From an optimization exercise on the open Yosys and OpenROAD flow, aimed at small area, a short achievable clock period and few clock cycles per item; shortcuts taken in it are not production practice. Only simulation tests tie the RTL to the original design; equivalence was not proved. Power and IR drop assume default switching activity.

<file path="design/flow/design.v">
module aes_sbox (
    input  wire [7:0] in,
    output reg  [7:0] out
);
    always @(*) begin
        case (in)
            8'h00: out = 8'h63;
            8'h01: out = 8'h7c;
            8'h02: out = 8'h77;
            8'h03: out = 8'h7b;
            8'h04: out = 8'hf2;
            8'h05: out = 8'h6b;
            8'h06: out = 8'h6f;
            8'h07: out = 8'hc5;
            8'h08: out = 8'h30;
            8'h09: out = 8'h01;
            8'h0a: out = 8'h67;
            8'h0b: out = 8'h2b;
            8'h0c: out = 8'hfe;
            8'h0d: out = 8'hd7;
            8'h0e: out = 8'hab;
            8'h0f: out = 8'h76;
            8'h10: out = 8'hca;
            8'h11: out = 8'h82;
            8'h12: out = 8'hc9;
            8'h13: out = 8'h7d;
            8'h14: out = 8'hfa;
            8'h15: out = 8'h59;
            8'h16: out = 8'h47;
            8'h17: out = 8'hf0;
            8'h18: out = 8'had;
            8'h19: out = 8'hd4;
            8'h1a: out = 8'ha2;
            8'h1b: out = 8'haf;
            8'h1c: out = 8'h9c;
            8'h1d: out = 8'ha4;
            8'h1e: out = 8'h72;
            8'h1f: out = 8'hc0;
            8'h20: out = 8'hb7;
            8'h21: out = 8'hfd;
            8'h22: out = 8'h93;
            8'h23: out = 8'h26;
            8'h24: out = 8'h36;
            8'h25: out = 8'h3f;
            8'h26: out = 8'hf7;
            8'h27: out = 8'hcc;
            8'h28: out = 8'h34;
            8'h29: out = 8'ha5;
            8'h2a: out = 8'he5;
            8'h2b: out = 8'hf1;
            8'h2c: out = 8'h71;
            8'h2d: out = 8'hd8;
            8'h2e: out = 8'h31;
            8'h2f: out = 8'h15;
            8'h30: out = 8'h04;
            8'h31: out = 8'hc7;
            8'h32: out = 8'h23;
            8'h33: out = 8'hc3;
            8'h34: out = 8'h18;
            8'h35: out = 8'h96;
            8'h36: out = 8'h05;
            8'h37: out = 8'h9a;
            8'h38: out = 8'h07;
            8'h39: out = 8'h12;
            8'h3a: out = 8'h80;
            8'h3b: out = 8'he2;
            8'h3c: out = 8'heb;
            8'h3d: out = 8'h27;
            8'h3e: out = 8'hb2;
            8'h3f: out = 8'h75;
            8'h40: out = 8'h09;
            8'h41: out = 8'h83;
            8'h42: out = 8'h2c;
            8'h43: out = 8'h1a;
            8'h44: out = 8'h1b;
            8'h45: out = 8'h6e;
            8'h46: out = 8'h5a;
            8'h47: out = 8'ha0;
            8'h48: out = 8'h52;
            8'h49: out = 8'h3b;
            8'h4a: out = 8'hd6;
            8'h4b: out = 8'hb3;
            8'h4c: out = 8'h29;
            8'h4d: out = 8'he3;
            8'h4e: out = 8'h2f;
            8'h4f: out = 8'h84;
            8'h50: out = 8'h53;
            8'h51: out = 8'hd1;
            8'h52: out = 8'h00;
            8'h53: out = 8'hed;
            8'h54: out = 8'h20;
            8'h55: out = 8'hfc;
            8'h56: out = 8'hb1;
            8'h57: out = 8'h5b;
            8'h58: out = 8'h6a;
            8'h59: out = 8'hcb;
            8'h5a: out = 8'hbe;
            8'h5b: out = 8'h39;
            8'h5c: out = 8'h4a;
            8'h5d: out = 8'h4c;
            8'h5e: out = 8'h58;
            8'h5f: out = 8'hcf;
            8'h60: out = 8'hd0;
            8'h61: out = 8'hef;
            8'h62: out = 8'haa;
            8'h63: out = 8'hfb;
            8'h64: out = 8'h43;
            8'h65: out = 8'h4d;
            8'h66: out = 8'h33;
            8'h67: out = 8'h85;
            8'h68: out = 8'h45;
            8'h69: out = 8'hf9;
            8'h6a: out = 8'h02;
            8'h6b: out = 8'h7f;
            8'h6c: out = 8'h50;
            8'h6d: out = 8'h3c;
            8'h6e: out = 8'h9f;
            8'h6f: out = 8'ha8;
            8'h70: out = 8'h51;
            8'h71: out = 8'ha3;
            8'h72: out = 8'h40;
            8'h73: out = 8'h8f;
            8'h74: out = 8'h92;
            8'h75: out = 8'h9d;
            8'h76: out = 8'h38;
            8'h77: out = 8'hf5;
            8'h78: out = 8'hbc;
            8'h79: out = 8'hb6;
            8'h7a: out = 8'hda;
            8'h7b: out = 8'h21;
            8'h7c: out = 8'h10;
            8'h7d: out = 8'hff;
            8'h7e: out = 8'hf3;
            8'h7f: out = 8'hd2;
            8'h80: out = 8'hcd;
            8'h81: out = 8'h0c;
            8'h82: out = 8'h13;
            8'h83: out = 8'hec;
            8'h84: out = 8'h5f;
            8'h85: out = 8'h97;
            8'h86: out = 8'h44;
            8'h87: out = 8'h17;
            8'h88: out = 8'hc4;
            8'h89: out = 8'ha7;
            8'h8a: out = 8'h7e;
            8'h8b: out = 8'h3d;
            8'h8c: out = 8'h64;
            8'h8d: out = 8'h5d;
            8'h8e: out = 8'h19;
            8'h8f: out = 8'h73;
            8'h90: out = 8'h60;
            8'h91: out = 8'h81;
            8'h92: out = 8'h4f;
            8'h93: out = 8'hdc;
            8'h94: out = 8'h22;
            8'h95: out = 8'h2a;
            8'h96: out = 8'h90;
            8'h97: out = 8'h88;
            8'h98: out = 8'h46;
            8'h99: out = 8'hee;
            8'h9a: out = 8'hb8;
            8'h9b: out = 8'h14;
            8'h9c: out = 8'hde;
            8'h9d: out = 8'h5e;
            8'h9e: out = 8'h0b;
            8'h9f: out = 8'hdb;
            8'ha0: out = 8'he0;
            8'ha1: out = 8'h32;
            8'ha2: out = 8'h3a;
            8'ha3: out = 8'h0a;
            8'ha4: out = 8'h49;
            8'ha5: out = 8'h06;
            8'ha6: out = 8'h24;
            8'ha7: out = 8'h5c;
            8'ha8: out = 8'hc2;
            8'ha9: out = 8'hd3;
            8'haa: out = 8'hac;
            8'hab: out = 8'h62;
            8'hac: out = 8'h91;
            8'had: out = 8'h95;
            8'hae: out = 8'he4;
            8'haf: out = 8'h79;
            8'hb0: out = 8'he7;
            8'hb1: out = 8'hc8;
            8'hb2: out = 8'h37;
            8'hb3: out = 8'h6d;
            8'hb4: out = 8'h8d;
            8'hb5: out = 8'hd5;
            8'hb6: out = 8'h4e;
            8'hb7: out = 8'ha9;
            8'hb8: out = 8'h6c;
            8'hb9: out = 8'h56;
            8'hba: out = 8'hf4;
            8'hbb: out = 8'hea;
            8'hbc: out = 8'h65;
            8'hbd: out = 8'h7a;
            8'hbe: out = 8'hae;
            8'hbf: out = 8'h08;
            8'hc0: out = 8'hba;
            8'hc1: out = 8'h78;
            8'hc2: out = 8'h25;
            8'hc3: out = 8'h2e;
            8'hc4: out = 8'h1c;
            8'hc5: out = 8'ha6;
            8'hc6: out = 8'hb4;
            8'hc7: out = 8'hc6;
            8'hc8: out = 8'he8;
            8'hc9: out = 8'hdd;
            8'hca: out = 8'h74;
            8'hcb: out = 8'h1f;
            8'hcc: out = 8'h4b;
            8'hcd: out = 8'hbd;
            8'hce: out = 8'h8b;
            8'hcf: out = 8'h8a;
            8'hd0: out = 8'h70;
            8'hd1: out = 8'h3e;
            8'hd2: out = 8'hb5;
            8'hd3: out = 8'h66;
            8'hd4: out = 8'h48;
            8'hd5: out = 8'h03;
            8'hd6: out = 8'hf6;
            8'hd7: out = 8'h0e;
            8'hd8: out = 8'h61;
            8'hd9: out = 8'h35;
            8'hda: out = 8'h57;
            8'hdb: out = 8'hb9;
            8'hdc: out = 8'h86;
            8'hdd: out = 8'hc1;
            8'hde: out = 8'h1d;
            8'hdf: out = 8'h9e;
            8'he0: out = 8'he1;
            8'he1: out = 8'hf8;
            8'he2: out = 8'h98;
            8'he3: out = 8'h11;
            8'he4: out = 8'h69;
            8'he5: out = 8'hd9;
            8'he6: out = 8'h8e;
            8'he7: out = 8'h94;
            8'he8: out = 8'h9b;
            8'he9: out = 8'h1e;
            8'hea: out = 8'h87;
            8'heb: out = 8'he9;
            8'hec: out = 8'hce;
            8'hed: out = 8'h55;
            8'hee: out = 8'h28;
            8'hef: out = 8'hdf;
            8'hf0: out = 8'h8c;
            8'hf1: out = 8'ha1;
            8'hf2: out = 8'h89;
            8'hf3: out = 8'h0d;
            8'hf4: out = 8'hbf;
            8'hf5: out = 8'he6;
            8'hf6: out = 8'h42;
            8'hf7: out = 8'h68;
            8'hf8: out = 8'h41;
            8'hf9: out = 8'h99;
            8'hfa: out = 8'h2d;
            8'hfb: out = 8'h0f;
            8'hfc: out = 8'hb0;
            8'hfd: out = 8'h54;
            8'hfe: out = 8'hbb;
            8'hff: out = 8'h16;
            default: out = 8'h00;
        endcase
    end
endmodule
module aes_enc_core (
    input  wire         clk,
    input  wire         rst,         
    input  wire         in_valid,
    output wire         in_ready,
    input  wire         key_256,     
    input  wire [255:0] key,
    input  wire [127:0] block_in,
    output reg          out_valid,
    output wire [127:0] block_out
);
    reg         busy;
    reg         mode_256;
    reg  [3:0]  round;       
    reg  [7:0]  rcon;
    reg  [127:0] state;
    reg  [255:0] kreg;       
    wire [3:0] last_round = mode_256 ? 4'd14 : 4'd10;
    assign in_ready  = !busy;
    assign block_out = state;
    wire [31:0] kx_word  = mode_256 ? kreg[31:0] : kreg[159:128];
    wire        kx_rot   = !mode_256 || round[0];
    wire [31:0] kx_in    = kx_rot ? {kx_word[23:0], kx_word[31:24]} : kx_word;
    wire [31:0] kx_sub;
    aes_sbox u_ksb0 (.in(kx_in[31:24]), .out(kx_sub[31:24]));
    aes_sbox u_ksb1 (.in(kx_in[23:16]), .out(kx_sub[23:16]));
    aes_sbox u_ksb2 (.in(kx_in[15:8]),  .out(kx_sub[15:8]));
    aes_sbox u_ksb3 (.in(kx_in[7:0]),   .out(kx_sub[7:0]));
    wire [31:0] kx_f = kx_rot ? (kx_sub ^ {rcon, 24'h0}) : kx_sub;
    wire [31:0] nw0 = kreg[255:224] ^ kx_f;
    wire [31:0] nw1 = kreg[223:192] ^ nw0;
    wire [31:0] nw2 = kreg[191:160] ^ nw1;
    wire [31:0] nw3 = kreg[159:128] ^ nw2;
    wire [127:0] next_words = {nw0, nw1, nw2, nw3};
    wire [127:0] round_key = mode_256 ? kreg[127:0] : next_words;
    wire [127:0] sub;
    genvar i;
    generate
        for (i = 0; i < 16; i = i + 1) begin : g_sb
            aes_sbox u_sb (.in(state[127-8*i -: 8]), .out(sub[127-8*i -: 8]));
        end
    endgenerate
    wire [127:0] shifted;
    generate
        for (i = 0; i < 16; i = i + 1) begin : g_sr
            localparam integer R = i % 4;
            localparam integer C = i / 4;
            localparam integer SRC = ((C + R) % 4) * 4 + R;
            assign shifted[127-8*i -: 8] = sub[127-8*SRC -: 8];
        end
    endgenerate
    wire [127:0] mixed;
    generate
        for (i = 0; i < 4; i = i + 1) begin : g_mc
            wire [7:0] a0 = shifted[127-32*i -: 8];
            wire [7:0] a1 = shifted[119-32*i -: 8];
            wire [7:0] a2 = shifted[111-32*i -: 8];
            wire [7:0] a3 = shifted[103-32*i -: 8];
            wire [7:0] x0 = {a0[6:0], 1'b0} ^ (a0[7] ? 8'h1b : 8'h00);
            wire [7:0] x1 = {a1[6:0], 1'b0} ^ (a1[7] ? 8'h1b : 8'h00);
            wire [7:0] x2 = {a2[6:0], 1'b0} ^ (a2[7] ? 8'h1b : 8'h00);
            wire [7:0] x3 = {a3[6:0], 1'b0} ^ (a3[7] ? 8'h1b : 8'h00);
            assign mixed[127-32*i -: 8] = x0 ^ (x1 ^ a1) ^ a2 ^ a3;
            assign mixed[119-32*i -: 8] = a0 ^ x1 ^ (x2 ^ a2) ^ a3;
            assign mixed[111-32*i -: 8] = a0 ^ a1 ^ x2 ^ (x3 ^ a3);
            assign mixed[103-32*i -: 8] = (x0 ^ a0) ^ a1 ^ a2 ^ x3;
        end
    endgenerate
    wire         is_last   = (round == last_round);
    wire [127:0] round_out = (is_last ? shifted : mixed) ^ round_key;
    always @(posedge clk) begin
        if (rst) begin
            busy      <= 1'b0;
            out_valid <= 1'b0;
        end else if (!busy) begin
            out_valid <= 1'b0;
            if (in_valid) begin
                busy     <= 1'b1;
                mode_256 <= key_256;
                round    <= 4'd1;
                rcon     <= 8'h01;
                state    <= block_in ^ key[255:128];
                kreg     <= key;
            end
        end else begin
            state <= round_out;
            round <= round + 4'd1;
            if (mode_256)
                kreg <= {kreg[127:0], next_words};
            else
                kreg[255:128] <= next_words;
            if (kx_rot)
                rcon <= {rcon[6:0], 1'b0} ^ (rcon[7] ? 8'h1b : 8'h00);
            if (is_last) begin
                busy      <= 1'b0;
                out_valid <= 1'b1;
            end
        end
    end
endmodule
</file>
<file path="design/flow/run.sh">
#!/bin/bash
# synth_recipe.tcl (not shown) runs the flow's synth.tcl, then flattens the netlist and writes it again
# the make line also repeats each setting of config.mk as NAME=value (left out here)
make -C /OpenROAD-flow-scripts/flow DESIGN_CONFIG=/design/flow/config.mk WORK_HOME=/design/flow/orfs CLKGATE_MAP_FILE= SYNTH_SCRIPT=/design/flow/synth_recipe.tcl finish
</file>
<file path="design/flow/constraint.sdc">
create_clock -name core_clock -period 9.0 [get_ports {clk}]
set_input_delay 1.8000 -clock core_clock [delete_from_list [all_inputs] [get_ports {clk}]]
set_output_delay 1.8000 -clock core_clock [all_outputs]
set_load 0.01 [all_outputs]
</file>
<file path="design/flow/config.mk">
export PLATFORM = sky130hd
export DESIGN_NAME = aes_enc_core
export DESIGN_NICKNAME = aes_enc_core
export VERILOG_FILES = /design/flow/design.v
export SDC_FILE = /design/flow/constraint.sdc
export NUM_CORES = 8
export LEC_CHECK = 0
export CAP_MARGIN = 20
export CORE_MARGIN = 2
export CORE_UTILIZATION = 30
export PLACE_DENSITY = 0.45
export SLEW_MARGIN = 20
</file>
==> impl_metrics.csv <==
group,metric,value,unit
floorplan,num_io_pins,518,
clocking,cts_tree,"done",
routing,met1_length,301,mm
routing,wl_met2,327,mm
final_layout,seq_area,14500,sq um
final_layout,final_nets,16900,
placed_design,port_buffers,517,
clocking,cts_root_buf,"clkbuf_16",
setup_path,critPathKind,"reg2reg",
clocking,htreeDepth,3,
clocking,cts_sinks,527,
setup_path,cp_max_fo,11,
final_layout,finalNonFillerCells,20900,
pwr,power.share.clock,5.2,%
clocking,clk-insertion-delay-late,0.92,ns
hold_path,hp-class,"reg2reg",
synth,syn_area,103000,sq um
clocking,post_cts.repair.setup_buffers,0,
setup_path,endpoint_kind,"flip-flop",
timing,tightest_slew,1.36,ns
clocking,cts_resized,0,
synth,ys_top_cells_by_area,"edfxtp_1, o21ai_0, a21oi_1, nand2_1, nor2_1",
synth,yosysMostFrequentCell,"nand2_1",
pwr,p_per_area,559,nW/um^2
global_routing,grt_max_degree,95,
pwr,internal-power,26.9,mW
timing,fin_ws,0.224,ns
setup_path,start_kind,"flip-flop",
global_routing,gr-usage-all-layers,43.1,%
timing,finalHoldViolCount,0,
synth,synthSimpleGateAreaFrac,21.1,%
synth,ys.flop_type,"edfxtp_1",
synth,syn_inst,15100,
synth,yosysTopAreaCell,"edfxtp_1",
timing,skew,0.107,ns
run,maxCapViolations,0,
synth,ys_types,134,
setup_path,arrival,9.53,ns
final_layout,syn2layout_area_growth,24.7,%
routing,vias,143000,
timing,rsz0062_at_grt,"no",
clocking,cts_buffer_depth,4,
clocking,ctsHoldBuffers,0,
routing,drc,0,
floorplan,initial_utilization,30.1,%
synth,yosys.area_share.adder,3.02,%
setup_path,cp.required,9.76,ns
global_routing,antenna_found_initial,41,
routing,top_layer_used,"met5",
pwr,share_seq_of_total_power,7.2,%
global_routing,grt_pass1_vias,132000,
final_layout,nFillCells,37000,
timing,tns,0,ns
synth,yosys-mux-area-fraction,3.64,%
synth,yosys_warnings,2,
routing,first_iter_violations,24200,
pwr,combPwrFrac,87.5,%
pwr,switching_share,62.6,%
synth,yosysSeqAreaShare,14.1,%
floorplan,die_area,349000,sq um
synth,synth_commonest_cells,"nand2_1, nor2_1, o21ai_0",
synth,syn_nets,15700,
global_routing,grt_overflow_total,0,
final_layout,multi_input_area,81500,sq um
status,run_status,"complete, no violations",
floorplan,core,343000,sq um
pwr,vdd_drop_max,0.405,mV
synth,synth_xor_area_share,8.69,%
timing,fmax,0.114,GHz
timing,min_period,8.78,ns
global_routing,grt_pass1_wl,1090,mm
synth,synth-compound-area-share,41.7,%
placed_design,dp_slack,0.767,ns
timing,finalSetupViolCount,0,
floorplan,fp.dieW,591,um
clocking,cts_buffers,89,
pwr,p_sw,45.1,mW
routing,drt_pre_antenna_iters,9,
timing,fin_crit_sh,97.5,%
routing,drt_wl_total,791,mm
synth,synth_top_family_by_area,"compound AO/OA/AOI/OAI gates",
synth,syn_area_per_cell,6.84,sq um
placed_design,dp.cells,20700,
floorplan,num_rows,215,
synth,synth_top_area_share,11.5,%
clocking,clk_pin_slew,0.07,ns
timing,slew_violations,0,
final_layout,layout-drive-gt1-share,17.3,%
pwr,p_leak,47.7,nW
synth,ys_ff_latch,527,
synth,synth-edff-count,397,
timing,slew_headroom,9.21,%
routing,wl_met3,98.6,mm
placed_design,gp_congestion,1.10,
synth,async_flop_share,0,%
routing,via_per_inst,6.85,
floorplan,die_y,591,um
placed_design,dp_hpwl,609,mm
routing,wl_per_cell,37.8,um
routing,drt.antenna.violating_nets,0,
[kinds of logic (layout without fill, tap and decap cells)]
kind of cell,after synthesis,count (layout)
AOI/OAI and AO/OA,6330,6330
and+or+nand+nor,4855,4855
buffers and inverters,1841,3066
xor gates and xnor gates,944,944
DFF,527,527
muxes,348,348
adders and majority gates,249,249
other,0,22
[cell type report]
type	count	area share, %
diodes	22	0.0427
clock buffers	114	1.92
clock inverters	42	0.346
inverters	195	0.587
multi-input cells	12700	63.3
flip-flops and latches	527	11.3
well taps	4557	4.43
repair buffers	2715	18.1
[power by group through the flow]
| stage | clock, mW | sequential [mW] | combinational, mW |
|---|---|---|---|
| finish | 3.75 | 5.22 | 63.0 |
| global route | 3.84 | 5.18 | 64.7 |
| CTS | 3.78 | 5.16 | 59.9 |
| floorplan | 0 | 4.08 | 30.7 |
| detailed placement | 0 | 5.20 | 59.6 |
| global placement | 0 | 5.22 | 60.8 |
[critical path, stage by stage, from the launching register on]
cell and delay [ns]:
edfxtp_1 0.88, mux2i_1 0.47, a21o_1 0.58, ha_1 0.36, inv_1 0.32, a211oi_1 0.09, buf_4 0.19, nor2_1 0.51
a221oi_1 0.18, a2111o_1 0.43, a32oi_2 0.64, xnor3_1 0.48, xnor2_1 0.37, a211o_1 0.22, a21o_1 0.44, nand2_1 0.30
inv_1 0.25, ha_1 0.47, nand2_1 0.13, buf_4 0.17, a221oi_1 0.47, a211oi_1 0.08, a211o_1 0.33, o31a_1 0.11
o22ai_1 0.17
[layout by cell type, fill, tap and decap left out, types with 82 or more instances in the layout]
cell and n:
ha_1 249, nor4_1 82, o311ai_0 154, a221oi_1 173, xor2_1 264, xnor2_1 624
inv_1 148, buf_12 131, dfxtp_1 129, o31ai_1 158, mux2i_1 196, a2111oi_0 92
clkbuf_16 94, a211oi_1 450, mux2_2 126, and2_1 99, a21oi_1 1318, a311oi_1 192
a211o_1 135, clkdlybuf4s50_1 517, and3_1 85, nor2_1 1536, nand4_1 86, nand3_1 484
o22ai_1 178, a21o_1 116, nand2b_1 102, nor3_1 437, edfxtp_1 397, o211ai_1 366
o2111ai_1 91, buf_4 2065, o221ai_1 175, a31oi_1 336, o21ai_0 1340, nand2_1 1560
[state kept, by name, summed over array words and instances, names as in the netlist]
register,flops
kreg,256
state,128
g_mc.a0,32
g_mc.a1,32
g_mc.a2,32
g_mc.a3,32
rcon,8
round,4
busy,1
mode_256,1
out_valid,1
[metrics by stage]
| step | area, sq um | hold WS, ns | util (%) | power [mW] |
|---|---|---|---|---|
| final | 129000 | 0.495 | 37.6 | 72.0 |
| after global routing | 129000 | 0.512 | 37.6 | 73.8 |
| after CTS | 129000 | 0.492 | 37.5 | 68.8 |
| after detailed placement | 126000 | 0.474 | 36.7 | 64.8 |
| after global placement | 126000 | 0.456 | 36.7 | 66.0 |
| after floorplan | 103000 | 0.505 | - | 34.8 |
[path summary, 6_finish.rpt]
check / from / to / slack [ns] / cells after the start
hold / removal: out_valid$_SDFFE_PP0P_ / out_valid$_SDFFE_PP0P_ / 0.49 / 2
setup reg to reg: round[0]$_SDFFCE_PN1P_ / g_mc[0].a3[0]$_DFF_P_ / 0.22 / 24
setup / recovery: round[0]$_SDFFCE_PN1P_ / g_mc[0].a3[0]$_DFF_P_ / 0.22 / 24
hold reg to reg: out_valid$_SDFFE_PP0P_ / out_valid$_SDFFE_PP0P_ / 0.49 / 2
[metal layers]
layer	global-route usage (%)	up-vias
li1	-	60100
met1	54.1	69100
met2	63.8	11400
met3	12.9	2417
met4	27.6	28
met5	0	-
Testbench counts, summed over its fixed seeds: cycles 25,040, items 1,920.

## what the ideal ports hide
The flow's constraints put no driver on any port. The routed layout listed below was extracted and timed again, unchanged, in two steps. Step 1, drivers: a clkbuf_16 drives clk and a buf_2 each remaining input, both assumed. Step 2 moves the port delays by t, midway between the first and last clock arrival at a register: inputs arrive t later, outputs are due t later. That takes back most of the time a late clock gives input paths. Three values: ideal, step 1, step 2; two values: the first two.
t, ns: 0.981
setup slack, ns: 0.224 / 0.224 / 0.224
hold slack, ns: 0.495 / 0.495 / 0.495
worst slew at a driven data input, ns: 0.20
After both steps this run still meets setup and hold. For this run, drivers alone change the setup slack by 0.000 ns; drivers and shift together by 0.000 ns.
